What follows belongs to an exercise in optimizing a design on an open flow for small area, a short achievable clock period and few clock cycles; a production flow would make more cautious choices.
Where RTL was checked, it was by simulation tests only, not by an equivalence proof against the original.
No activity file was given, so power comes from the tool's default toggle rates.

## hyb_encoder
module hyb_encoder (
    input  wire        clk,
    input  wire        rst,
    input  wire [19:0] cfg_knee0,        
    input  wire [19:0] cfg_knee1,        
    input  wire [19:0] cfg_knee2,        
    input  wire [2:0]  cfg_log2_s,       
    input  wire [25:0] cfg_period_ns,    
    input  wire [4:0]  cfg_width,        
    input  wire        cfg_dither_en,    
    input  wire        cfg_colour_rot,   
    input  wire [1:0]  cfg_fc,           
    input  wire        in_valid,
    output reg         in_ready,
    input  wire [19:0] in_p,
    input  wire [3:0]  in_trim,          
    input  wire [1:0]  in_colour,
    input  wire        in_x0,            
    input  wire        in_y0,            
    output reg         out_valid,
    output reg  [7:0]  out_a,
    output reg  [16:0] out_h,
    output reg  [9:0]  lad_addr,         
    input  wire [19:0] lad_rdata
);
    localparam [2:0] S_IDLE   = 3'd0,    
                     S_SEARCH = 3'd1,    
                     S_DEC    = 3'd2,    
                     S_FETCH  = 3'd3,    
                     S_WAIT   = 3'd4,    
                     S_ZERO   = 3'd5;    
    wire [2:0] k_req = (cfg_log2_s == 3'd7) ? 3'd6 : cfg_log2_s;
    reg  [2:0] k_use;
    integer jx;
    always @(*) begin
        k_use = 3'd0;
        for (jx = 1; jx <= 6; jx = jx + 1)
            if (jx <= k_req && {6'd0, cfg_period_ns} >= (32'd130208 << jx))
                k_use = jx[2:0];
    end
    reg [2:0] k_r;
    reg [4:0] width_r;
    reg [1:0] fc_r;
    reg       rot_r, dith_r;
    always @(posedge clk) begin
        k_r     <= k_use;
        width_r <= (cfg_width > 5'd16) ? 5'd16 : cfg_width;
        fc_r    <= cfg_fc;
        rot_r   <= cfg_colour_rot;
        dith_r  <= cfg_dither_en;
    end
    reg [2:0]  st;
    reg        fetch_r;       
    reg        fast_r;        
    reg [4:0]  s;             
    reg [19:0] p_r;
    reg [17:0] k_r2;          
    reg [3:0]  trim_r;
    reg [1:0]  col_r;
    reg        x0_r, y0_r;
    reg [7:0]  mp;            
    reg [7:0]  mk;            
  ...
Size: about 250 flip-flops, roughly 190 I/O pins.
==> flow/config.mk <==
export PLATFORM = sky130hd
export DESIGN_NAME = hyb_encoder
export DESIGN_NICKNAME = hyb_encoder
export VERILOG_FILES = /design/flow/design.v
export SDC_FILE = /design/flow/constraint.sdc
export NUM_CORES = 4
export LEC_CHECK = 0
export CAP_MARGIN = 20
export CORE_MARGIN = 2
export CORE_UTILIZATION = 40
export SLEW_MARGIN = 20
==> flow/constraint.sdc <==
create_clock -name core_clock -period 10.0 [get_ports {clk}]
set_input_delay 2.0000 -clock core_clock [delete_from_list [all_inputs] [get_ports {clk}]]
set_output_delay 2.0000 -clock core_clock [all_outputs]
set_load 0.01 [all_outputs]
standard.sh (not shown) runs the stock make flow with config.mk's settings and CLKGATE_MAP_FILE= SYNTH_SCRIPT=/design/flow/synth_recipe.tcl, a recipe that flattens the netlist after the stock synthesis.
==> flow/flow/run.sh <==
#!/bin/bash
set -euo pipefail
export SETUP_SLACK_MARGIN=6.5
export BUFFER_PORTS_ARGS="-buffer_cell sky130_fd_sc_hd__buf_4"
bash standard.sh > flow_make.log 2>&1
Rerun with:
--- a/flow/design.v
+++ b/flow/design.v
@@ -144,20 +144,23 @@
     wire        last = dv_busy && (dv_cnt == 5'd1);
     wire        dfree = !dv_busy || last;        
     wire        hand_f  = (st == S_SEARCH) && (s == 5'd16) && fast_r;
     wire        hand    = (st == S_ZERO) || (st == S_DEC && !fetch_r) ||
                           (st == S_FETCH) || (st == S_WAIT) || hand_f;
     wire        handoff = hand && dfree;
+    reg         zp;
+    wire        zskip   = (st == S_ZERO) && !dfree && !zp;
     wire        accept  = in_ready && in_valid;
     reg [2:0] st_n;
     always @(*) begin
         st_n = st;
         case (st)
             S_SEARCH: if (s == 5'd16) st_n = fast_r ? (handoff ? S_IDLE : S_WAIT) : S_DEC;
             S_DEC:    st_n = fetch_r ? S_FETCH : (handoff ? S_IDLE : S_WAIT);
-            S_FETCH, S_WAIT, S_ZERO: if (handoff) st_n = S_IDLE; else st_n = S_WAIT;
+            S_FETCH, S_WAIT: if (handoff) st_n = S_IDLE; else st_n = S_WAIT;
+            S_ZERO:   st_n = (handoff || zskip) ? S_IDLE : S_WAIT;
             default: ;
         endcase
         if (accept) st_n = (in_p == 20'd0) ? S_ZERO : S_SEARCH;
     end
     wire fetch_n = (st == S_SEARCH && s == 5'd16) ? (lt ? fetch1 : fetch0) : fetch_r;
     wire fast_n  = (st == S_SEARCH && s == 5'd15) ? (lt ? fast1 : fast0) : fast_r;
@@ -166,13 +169,14 @@
     wire free_n  = !busy_n || cnt1_n;
     wire        h_eq  = (st != S_FETCH) && (p_r == lpa);
     reg         dv_eq, eq_o;
     wire [16:0] h_pow = 17'd1024 << k_r;
     wire [19:0] o_sum = dv_q + {17'd0, c_o, 1'b1};
     reg  [1:0]  c_o;
-    reg         last_q;
+    reg  [7:0]  a_o;
+    reg         last_q, zq;
     reg [7:0] la0, la1;
     always @(*) begin
         la0 = lad_addr[7:0];
         la1 = lad_addr[7:0];
         if (st == S_SEARCH) begin
             if (s == 5'd0) begin
@@ -195,15 +199,15 @@
         lad_addr <= {accept ? in_colour : col_r, lt ? la1 : la0};
         st <= st_n;
         fetch_r <= fetch_n;
         fast_r  <= fast_n;
         f0_r    <= f0;
         f1_r    <= f1;
-        in_ready <= (st_n == S_IDLE) ||
+        in_ready <= (st_n == S_IDLE) || (st_n == S_ZERO && !zp) ||
                     (free_n && ((st_n == S_DEC && !fetch_n) || st_n == S_FETCH ||
-                                st_n == S_WAIT || st_n == S_ZERO ||
+                                st_n == S_WAIT || (st_n == S_ZERO && !zp) ||
                                 (st_n == S_SEARCH && s == 5'd15 && fast_n)));
         s <= s + 5'd1;
         if (st == S_SEARCH) begin
             if (s == 5'd0) begin
                 k_r2     <= ks[22:5];
                 lpa      <= {1'b0, klow[5], kcy[22:5]};
@@ -256,21 +260,29 @@
             dv_init <= 1'b0;
             dv_rem  <= qb ? sub[19:0] : {dv_rem[18:0], 1'b0};
         end
         dv_busy <= busy_n;
         last_q <= last;
         if (last) begin
-            out_a <= dv_a;
-            c_o   <= dv_c;
-            eq_o  <= dv_eq;
-        end
-        out_valid <= last_q;
-        out_h     <= eq_o ? h_pow : o_sum[19:3];
+            a_o  <= dv_a;
+            c_o  <= dv_c;
+            eq_o <= dv_eq;
+        end
+        zq <= last_q && zp;
+        if (zskip)
+            zp <= 1'b1;
+        else if (zq)
+            zp <= 1'b0;
+        out_valid <= last_q || zq;
+        out_a     <= zq ? 8'd0 : a_o;
+        out_h     <= zq ? 17'd0 : eq_o ? h_pow : o_sum[19:3];
         if (rst) begin
             st        <= S_IDLE;
             dv_busy   <= 1'b0;
             last_q    <= 1'b0;
+            zq        <= 1'b0;
+            zp        <= 1'b0;
             out_valid <= 1'b0;
             in_ready  <= 1'b0;
         end
     end
 endmodule
What happened:
- The new run finished with timing, DRC and antenna clean
- routed wire length drops by 2.6%
- first-iteration DRC count came out higher by 6.2%
- setup slack gets worse by 110 ps
- register-to-register slack improves by 30 ps
- power climbs by 3.6%
- clock power falls by about 20%
- count of clock-buffer cells in the layout goes up by 10
- fmax goes down by 2.8%
- global-route usage is lower by 1.2 points
- worst hold slack is about the same
- cell area rises by 0.84%
Function was not checked in any run of this note: the RTL went through the layout flow alone.

---

## 01-18
hyb_encoder, a different RTL version from the one above (not shown whole).
For scale: about 1600 cells after synthesis, roughly 260 flip-flops, ~16000 um^2 of cells after synthesis.
export LEC_CHECK = 0
export CAP_MARGIN = 20
export CORE_MARGIN = 2
export CORE_UTILIZATION = 40
export SLEW_MARGIN = 20
create_clock -name core_clock -period 10.0 [get_ports {clk}]
Scripts as last shown in full above: flow/flow/run.sh
Testbench counts of 01-18, summed over its fixed seeds: cycles 73,378.
Modified inputs, 10-27 compared to 01-18
--- a/flow/design.v
+++ b/flow/design.v
@@ -116,17 +116,16 @@
     wire [7:0]  nx0   = m_cur | mask1;
     wire [7:0]  nx1   = m_cur | bit_b | mask1;
     wire [8:0]  f0s   = {1'b0, mk} + {5'd0, d_r};
     wire [8:0]  f1s   = {1'b0, mk | 8'd1} + {5'd0, d_r};
     wire [7:0]  f0    = f0s[8] ? 8'd255 : f0s[7:0];
     wire [7:0]  f1    = f1s[8] ? 8'd255 : f1s[7:0];
-    reg  [7:0]  f0_r, f1_r;
-    wire        g0    = f0_r > mp;                
-    wire        g1    = f1_r > mp;
-    wire [7:0]  a0    = g0 ? f0_r : mp;
-    wire [7:0]  a1    = g1 ? f1_r : mp;
+    wire        g0    = f0 > mp;                  
+    wire        g1    = f1 > mp;
+    wire [7:0]  a0    = g0 ? f0 : mp;
+    wire [7:0]  a1    = g1 ? f1 : mp;
     wire        fetch0 = g0 || !lv;
     wire        fetch1 = g1 || !lv;
     wire        h10   = (f0 > (mp | 8'd1)) || !lv;
     wire        h11   = (f1 > (mp | 8'd1)) || !lv;
     wire        fast0 = !(f0 > mp) && !(f1 > mp);    
     wire        fast1 = !h10 && !h11;
@@ -171,14 +170,12 @@
     reg  [1:0]  c_o;
     reg         last_q;
     always @(posedge clk) begin
         st <= st_n;
         fetch_r <= fetch_n;
         fast_r  <= fast_n;
-        f0_r    <= f0;
-        f1_r    <= f1;
         in_ready <= (st_n == S_IDLE) ||
                     (free_n && ((st_n == S_DEC && !fetch_n) || st_n == S_FETCH ||
                                 st_n == S_WAIT || st_n == S_ZERO ||
                                 (st_n == S_SEARCH && s == 5'd15 && fast_n)));
         s <= s + 5'd1;
         if (st == S_SEARCH) begin
Notes after the runs:
Pin count of the biggest net entering global routing (10-27 / 01-18): 1.10
From 01-18 to 10-27, number of enable flip-flop cells after synthesis did not move at all.
Diff 01-18 -> 10-27: met1 wire length shrank by 1100 um, count of buffering cells on the critical path with inverters included shrank by 1, utilization grew by 1.5 points.
The RTL of 10-27 was laid out without a check of its function.

---

The RTL this note starts from:
==> flow/design.v <==
module hyb_encoder (
    input  wire        clk,
    input  wire        rst,
    input  wire [19:0] cfg_knee0,        
    input  wire [19:0] cfg_knee1,        
    input  wire [19:0] cfg_knee2,        
    input  wire [2:0]  cfg_log2_s,       
    input  wire [25:0] cfg_period_ns,    
    input  wire [4:0]  cfg_width,        
    input  wire        cfg_dither_en,    
    input  wire        cfg_colour_rot,   
    input  wire [1:0]  cfg_fc,           
    input  wire        in_valid,
    output reg         in_ready,
    input  wire [19:0] in_p,
    input  wire [3:0]  in_trim,          
    input  wire [1:0]  in_colour,
    input  wire        in_x0,            
    input  wire        in_y0,            
    output reg         out_valid,
    output reg  [7:0]  out_a,
    output reg  [16:0] out_h,
    output reg  [9:0]  lad_addr,         
    input  wire [19:0] lad_rdata
);
    localparam [2:0] S_IDLE   = 3'd0,    
                     S_SEARCH = 3'd1,    
                     S_DEC    = 3'd2,    
                     S_FETCH  = 3'd3,    
                     S_WAIT   = 3'd4,    
                     S_ZERO   = 3'd5;    
    wire [2:0] k_req = (cfg_log2_s == 3'd7) ? 3'd6 : cfg_log2_s;
    reg  [2:0] k_use;
    integer jx;
    always @(*) begin
        k_use = 3'd0;
        for (jx = 1; jx <= 6; jx = jx + 1)
            if (jx <= k_req && {6'd0, cfg_period_ns} >= (32'd130208 << jx))
                k_use = jx[2:0];
    end
    reg [2:0] k_r;
    always @(posedge clk) k_r <= k_use;
    reg [2:0]  st;
    reg        fetch_r;       
    reg        fast_r;        
    reg [4:0]  s;             
    reg [19:0] p_r;
    reg [17:0] k_r2;          
    reg [3:0]  trim_r;
    reg [1:0]  col_r;
    reg [7:0]  mp;            
    reg [7:0]  mk;            
    reg [19:0] lpa;           
    reg        lv;
    reg        zero_r;
    reg [3:0]  d_r;           
    reg [19:0] kc_raw;
    always @(*) begin
        case (in_colour)
            2'd0:    kc_raw = cfg_knee0;
            2'd1:    kc_raw = cfg_knee1;
            default: kc_raw = cfg_knee2;
        endcase
    end
    wire [17:0] kc_in = (kc_raw < 20'h01000) ? 18'h01000 :
                        (kc_raw > 20'h30000) ? 18'h30000 : kc_raw[17:0];
    wire        bneg0 = trim_r[1];
    wire        bone0 = trim_r[0];
    wire        btwo0 = trim_r[1] & ~trim_r[0];
    wire        bneg1 = trim_r[3] & ~(trim_r[2] & trim_r[1]);
    wire        bone1 = trim_r[2] ^ trim_r[1];
    wire        btwo1 = (trim_r[3] & ~trim_r[2] & ~trim_r[1]) | (~trim_r[3] & trim_r[2] & trim_r[1]);
    wire [19:0] bm0   = ({20{bone0}} & {2'b0, k_r2}) | ({20{btwo0}} & {1'b0, k_r2, 1'b0});
    wire [19:0] bm1   = ({20{bone1}} & {2'b0, k_r2}) | ({20{btwo1}} & {1'b0, k_r2, 1'b0});
    wire [22:0] kx    = {k_r2, 3'b0, bneg0 & bneg1, bneg0 ^ bneg1};
    wire [22:0] ky    = bneg0 ? ~{3'b0, bm0} : {3'b0, bm0};
    wire [22:0] kz    = bneg1 ? ~{1'b0, bm1, 2'b0} : {1'b0, bm1, 2'b0};
    wire [22:0] ks    = kx ^ ky ^ kz;
    wire [22:0] kcy   = {(kx[21:0] & ky[21:0]) | (kx[21:0] & kz[21:0]) | (ky[21:0] & kz[21:0]), 1'b0};
    wire [5:0]  klow  = {1'b0, ks[4:0]} + {1'b0, kcy[4:0]};
    wire [17:0] k_add = k_r2 + lpa[17:0] + {17'd0, lpa[18]};
    reg [1:0] m_dith;
    always @(*) begin
        case ({in_y0, in_x0})
            2'b00:   m_dith = 2'd0;
            2'b01:   m_dith = 2'd2;
            2'b10:   m_dith = 2'd3;
            default: m_dith = 2'd1;
        endcase
    end
    wire [4:0] width = (cfg_width > 5'd16) ? 5'd16 : cfg_width;
    wire [1:0] cr    = cfg_colour_rot ? in_colour : 2'd0;
    wire [1:0] phi   = cfg_dither_en ? (m_dith + cfg_fc + cr) : 2'd0;
    wire [6:0] wphi  = width * phi;
    wire [3:0] d_in  = wphi[5:2];                           
    wire [1:0] c_in  = cfg_dither_en ? phi : 2'd2;          
    wire        s_p   = s[0];                     
    wire [4:0]  s_m1  = s - 5'd1;
    wire [2:0]  bidx  = 3'd7 - s_m1[3:1];         
    wire [7:0]  bit_b = 8'd1 << bidx;
    wire [7:0]  mask1 = ((8'd1 << bidx) - 8'd1) >> 1;       
    wire [7:0]  m_cur = s_p ? mp : mk;
    wire [19:0] key   = s_p ? p_r : {2'b0, k_r2};
    wire        lt    = lad_rdata < key;
    wire [7:0]  m_lt  = m_cur | bit_b;
    wire [7:0]  nx0   = m_cur | mask1;
    wire [7:0]  nx1   = m_cur | bit_b | mask1;
    wire [8:0]  f0s   = {1'b0, mk} + {5'd0, d_r};
    wire [8:0]  f1s   = {1'b0, mk | 8'd1} + {5'd0, d_r};
    wire [7:0]  f0    = f0s[8] ? 8'd255 : f0s[7:0];
    wire [7:0]  f1    = f1s[8] ? 8'd255 : f1s[7:0];
    reg  [7:0]  f0_r, f1_r;
    wire        g0    = f0_r > mp;                
    wire        g1    = f1_r > mp;
    wire [7:0]  a0    = g0 ? f0_r : mp;
    wire [7:0]  a1    = g1 ? f1_r : mp;
    wire        fetch0 = g0 || !lv;
    wire        fetch1 = g1 || !lv;
    wire        h10   = (f0 > (mp | 8'd1)) || !lv;
    wire        h11   = (f1 > (mp | 8'd1)) || !lv;
    wire        fast0 = !(f0 > mp) && !(f1 > mp);    
    wire        fast1 = !h10 && !h11;
    reg         dv_busy;
    reg         dv_init;
    reg  [4:0]  dv_cnt;
    reg  [19:0] dv_rem;
    reg  [19:0] dv_l;
    reg  [19:0] dv_q;
    reg  [7:0]  dv_a;
    reg  [1:0]  dv_c;
    reg  [1:0]  c_r;
    reg         dv_fb;
    wire [21:0] sub1 = {1'b0, dv_rem, dv_fb} - {2'b0, dv_l};
    wire        qb1  = !sub1[21];
    wire [19:0] r1   = qb1 ? sub1[19:0] : {dv_rem[18:0], dv_fb};
    wire [21:0] sub2 = {1'b0, r1, 1'b0} - {2'b0, dv_l};
    wire        qb2  = !sub2[21];
    wire [19:0] r2   = qb2 ? sub2[19:0] : {r1[18:0], 1'b0};
    wire        k_ev = !k_r[0];
    wire [4:0]  c_cnt = (5'd14 + {2'd0, k_r}) >> 1;
    wire        last = dv_busy && (dv_cnt == 5'd1);
    wire        dfree = !dv_busy || last;        
    wire        hand_f  = (st == S_SEARCH) && (s == 5'd16) && fast_r;
    wire        hand    = (st == S_ZERO) || (st == S_DEC && !fetch_r) ||
                          (st == S_FETCH) || (st == S_WAIT) || hand_f;
    wire        handoff = hand && dfree;
    reg         zp;
    wire        zskip   = (st == S_ZERO) && !dfree && !zp;
    wire        accept  = in_ready && in_valid;
    reg [2:0] st_n;
    always @(*) begin
        st_n = st;
        case (st)
            S_SEARCH: if (s == 5'd16) st_n = fast_r ? (handoff ? S_IDLE : S_WAIT) : S_DEC;
            S_DEC:    st_n = fetch_r ? S_FETCH : (handoff ? S_IDLE : S_WAIT);
            S_FETCH, S_WAIT: if (handoff) st_n = S_IDLE; else st_n = S_WAIT;
            S_ZERO:   st_n = (handoff || zskip) ? S_IDLE : S_WAIT;
            default: ;
        endcase
        if (accept) st_n = (in_p == 20'd0) ? S_ZERO : S_SEARCH;
    end
    wire fetch_n = (st == S_SEARCH && s == 5'd16) ? (lt ? fetch1 : fetch0) : fetch_r;
    wire fast_n  = (st == S_SEARCH && s == 5'd15) ? (lt ? fast1 : fast0) : fast_r;
    wire busy_n  = handoff || (dv_busy && !last);
    wire cnt1_n  = handoff ? 1'b0 : (dv_cnt == 5'd2);
    wire free_n  = !busy_n || cnt1_n;
    wire [19:0] o_sum = dv_q + {17'd0, c_o, 1'b1};
    reg  [1:0]  c_o;
    reg  [7:0]  a_o;
    reg         last_q, zq;
    reg [7:0] la0, la1;
    always @(*) begin
        la0 = lad_addr[7:0];
        la1 = lad_addr[7:0];
        if (st == S_SEARCH) begin
            if (s == 5'd0) begin
                la0 = 8'd127;                     
                la1 = 8'd127;
            end else if (s <= 5'd14) begin
                la0 = nx0;
                la1 = nx1;
            end else if (s == 5'd16) begin
                la0 = a0;                         
                la1 = a1;
            end
        end
        if (accept) begin
            la0 = 8'd127;                         
            la1 = 8'd127;
        end
    end
    always @(posedge clk) begin
        lad_addr <= {accept ? in_colour : col_r, lt ? la1 : la0};
        st <= st_n;
        fetch_r <= fetch_n;
        fast_r  <= fast_n;
        f0_r    <= f0;
        f1_r    <= f1;
        in_ready <= (st_n == S_IDLE) || (st_n == S_ZERO && !zp) ||
                    (free_n && ((st_n == S_DEC && !fetch_n) || st_n == S_FETCH ||
                                st_n == S_WAIT || (st_n == S_ZERO && !zp) ||
                                (st_n == S_SEARCH && s == 5'd15 && fast_n)));
        s <= s + 5'd1;
        if (st == S_SEARCH) begin
            if (s == 5'd0) begin
                k_r2     <= ks[22:5];
                lpa      <= {1'b0, klow[5], kcy[22:5]};
            end else begin
                if (s == 5'd1)
                    k_r2 <= k_add;
                if (s_p) begin
                    if (lt) mp <= m_lt;
                    else begin
                        lpa <= lad_rdata;
                        lv  <= 1'b1;
                    end
                end else begin
                    if (lt) mk <= m_lt;
                end
                if (s == 5'd16) begin
                    mp       <= lt ? a1 : a0;       
                end
            end
        end
        if (st == S_FETCH)
            lpa <= lad_rdata;
        if (accept) begin
            s        <= 5'd0;
            p_r      <= in_p;
            zero_r   <= (in_p == 20'd0);
            k_r2     <= kc_in;
            trim_r   <= in_trim;
            col_r    <= in_colour;
            d_r      <= d_in;
            c_r      <= c_in;
            mp       <= 8'd0;
            mk       <= 8'd0;
            lv       <= 1'b0;
        end
        if (dv_busy)
            dv_q <= {dv_init ? 18'd0 : dv_q[17:0], qb1, qb2};
        if (handoff) begin
            dv_cnt  <= zero_r ? 5'd2 : c_cnt;
            dv_init <= 1'b1;
            dv_rem  <= k_ev ? (p_r >> 1) : p_r;
            dv_fb   <= k_ev & p_r[0];
            dv_l    <= zero_r ? 20'hFFFFF : (st == S_FETCH) ? lad_rdata : lpa;
            dv_a    <= zero_r ? 8'd0 : hand_f ? (lt ? a1 : a0) : mp;
            dv_c    <= c_r;
        end else if (dv_busy) begin
            dv_cnt  <= dv_cnt - 5'd1;
            dv_init <= 1'b0;
            dv_rem  <= r2;
            dv_fb   <= 1'b0;
        end
        dv_busy <= busy_n;
        last_q <= last;
        if (last) begin
            a_o  <= dv_a;
            c_o  <= dv_c;
        end
        zq <= last_q && zp;
        if (zskip)
            zp <= 1'b1;
        else if (zq)
            zp <= 1'b0;
        out_valid <= last_q || zq;
        out_a     <= zq ? 8'd0 : a_o;
        out_h     <= zq ? 17'd0 : o_sum[19:3];
        if (rst) begin
            st        <= S_IDLE;
            dv_busy   <= 1'b0;
            last_q    <= 1'b0;
            zq        <= 1'b0;
            zp        <= 1'b0;
            out_valid <= 1'b0;
            in_ready  <= 1'b0;
        end
    end
endmodule
clock: 10.0 ns
lec_check: 0
cap_margin: 20
core_margin: 2
core_utilization: 40
slew_margin: 20
==> flow/flow/run.sh <==
#!/bin/bash
set -euo pipefail
export SETUP_SLACK_MARGIN=6.0
export BUFFER_PORTS_ARGS="-buffer_cell sky130_fd_sc_hd__buf_4"
bash standard.sh > flow_make.log 2>&1
The starting point ran to the end with no violations.
Then changed:
--- a/flow/design.v
+++ b/flow/design.v
@@ -127,19 +127,12 @@
     reg  [19:0] dv_l;
     reg  [19:0] dv_q;
     reg  [7:0]  dv_a;
     reg  [1:0]  dv_c;
     reg  [1:0]  c_r;
-    reg         dv_fb;
-    wire [21:0] sub1 = {1'b0, dv_rem, dv_fb} - {2'b0, dv_l};
-    wire        qb1  = !sub1[21];
-    wire [19:0] r1   = qb1 ? sub1[19:0] : {dv_rem[18:0], dv_fb};
-    wire [21:0] sub2 = {1'b0, r1, 1'b0} - {2'b0, dv_l};
-    wire        qb2  = !sub2[21];
-    wire [19:0] r2   = qb2 ? sub2[19:0] : {r1[18:0], 1'b0};
-    wire        k_ev = !k_r[0];
-    wire [4:0]  c_cnt = (5'd14 + {2'd0, k_r}) >> 1;
+    wire [21:0] sub  = {1'b0, dv_rem, 1'b0} - {2'b0, dv_l};
+    wire        qb   = !sub[21];
     wire        last = dv_busy && (dv_cnt == 5'd1);
     wire        dfree = !dv_busy || last;        
     wire        hand_f  = (st == S_SEARCH) && (s == 5'd16) && fast_r;
     wire        hand    = (st == S_ZERO) || (st == S_DEC && !fetch_r) ||
                           (st == S_FETCH) || (st == S_WAIT) || hand_f;
@@ -236,24 +229,22 @@
             mp       <= 8'd0;
             mk       <= 8'd0;
             lv       <= 1'b0;
         end
         if (dv_busy)
-            dv_q <= {dv_init ? 18'd0 : dv_q[17:0], qb1, qb2};
+            dv_q <= {dv_init ? 19'd0 : dv_q[18:0], qb};
         if (handoff) begin
-            dv_cnt  <= zero_r ? 5'd2 : c_cnt;
+            dv_cnt  <= zero_r ? 5'd2 : (5'd13 + {2'd0, k_r});
             dv_init <= 1'b1;
-            dv_rem  <= k_ev ? (p_r >> 1) : p_r;
-            dv_fb   <= k_ev & p_r[0];
+            dv_rem  <= p_r;
             dv_l    <= zero_r ? 20'hFFFFF : (st == S_FETCH) ? lad_rdata : lpa;
             dv_a    <= zero_r ? 8'd0 : hand_f ? (lt ? a1 : a0) : mp;
             dv_c    <= c_r;
         end else if (dv_busy) begin
             dv_cnt  <= dv_cnt - 5'd1;
             dv_init <= 1'b0;
-            dv_rem  <= r2;
-            dv_fb   <= 1'b0;
+            dv_rem  <= qb ? sub[19:0] : {dv_rem[18:0], 1'b0};
         end
         dv_busy <= busy_n;
         last_q <= last;
         if (last) begin
             a_o  <= dv_a;
After rerunning: Worst hold slack barely changes; flip-flop and latch count shrinks by 1; die area fell by roughly a tenth; worst setup slack improves by 0.97 ns; cell count shrinks by roughly a tenth; sequential share of layout area came out higher by 3.8 points; core utilization goes down by 0.86 points; via count drops by roughly a tenth; routed wire length falls by roughly a tenth.
Testbench counts after the change, summed over its fixed seeds: cycles 71,260.
Only the layout flow was run in the first run of this note; the RTL was not checked for function there.

## static timing again, ports no longer ideal
The flow's constraints put no driver on any port. The routed layouts listed below were extracted and timed again, unchanged, in two steps.
Step 1 assumes that a clkbuf_16 drives the clock port and a buf_2 every other input.
Step 2 adds t to the input delays and takes it off the output delays; t is the mean of the earliest and latest rising clock arrival at the registers after step 1. Input paths then give back, and output paths get back, about the clock's delay inside the block.
Slacks: ideal / step 1 / step 2; pairs: ideal / step 1.
| run | shift t [ns] | setup WS [ns] | worst setup path after step 2 | pins driven straight from the clock port |
|---|---|---|---|---|
| the first run of note 1 | 0.620 | 6.150 / 6.177 / 5.557 | input to register | 1 |
| the second run of note 1 | 0.621 | 6.038 / 6.052 / 5.431 | input to register | 1 |
| 01-18 | 0.621 | 6.009 / 6.021 / 5.399 | input to register | 1 |
| 10-27 | 0.613 | 6.022 / 6.022 / 5.615 | input to register | 1 |
| the first run of note 3 | 0.617 | 5.009 / 5.009 / 5.009 | register to register | 1 |
| the second run of note 3 | 0.613 | 5.980 / 5.998 / 5.384 | input to register | 1 |
After both steps every run listed still meets setup and hold. For 01-18, which loses most, drivers alone change the setup slack by +0.012 ns; drivers and shift together by -0.610 ns.
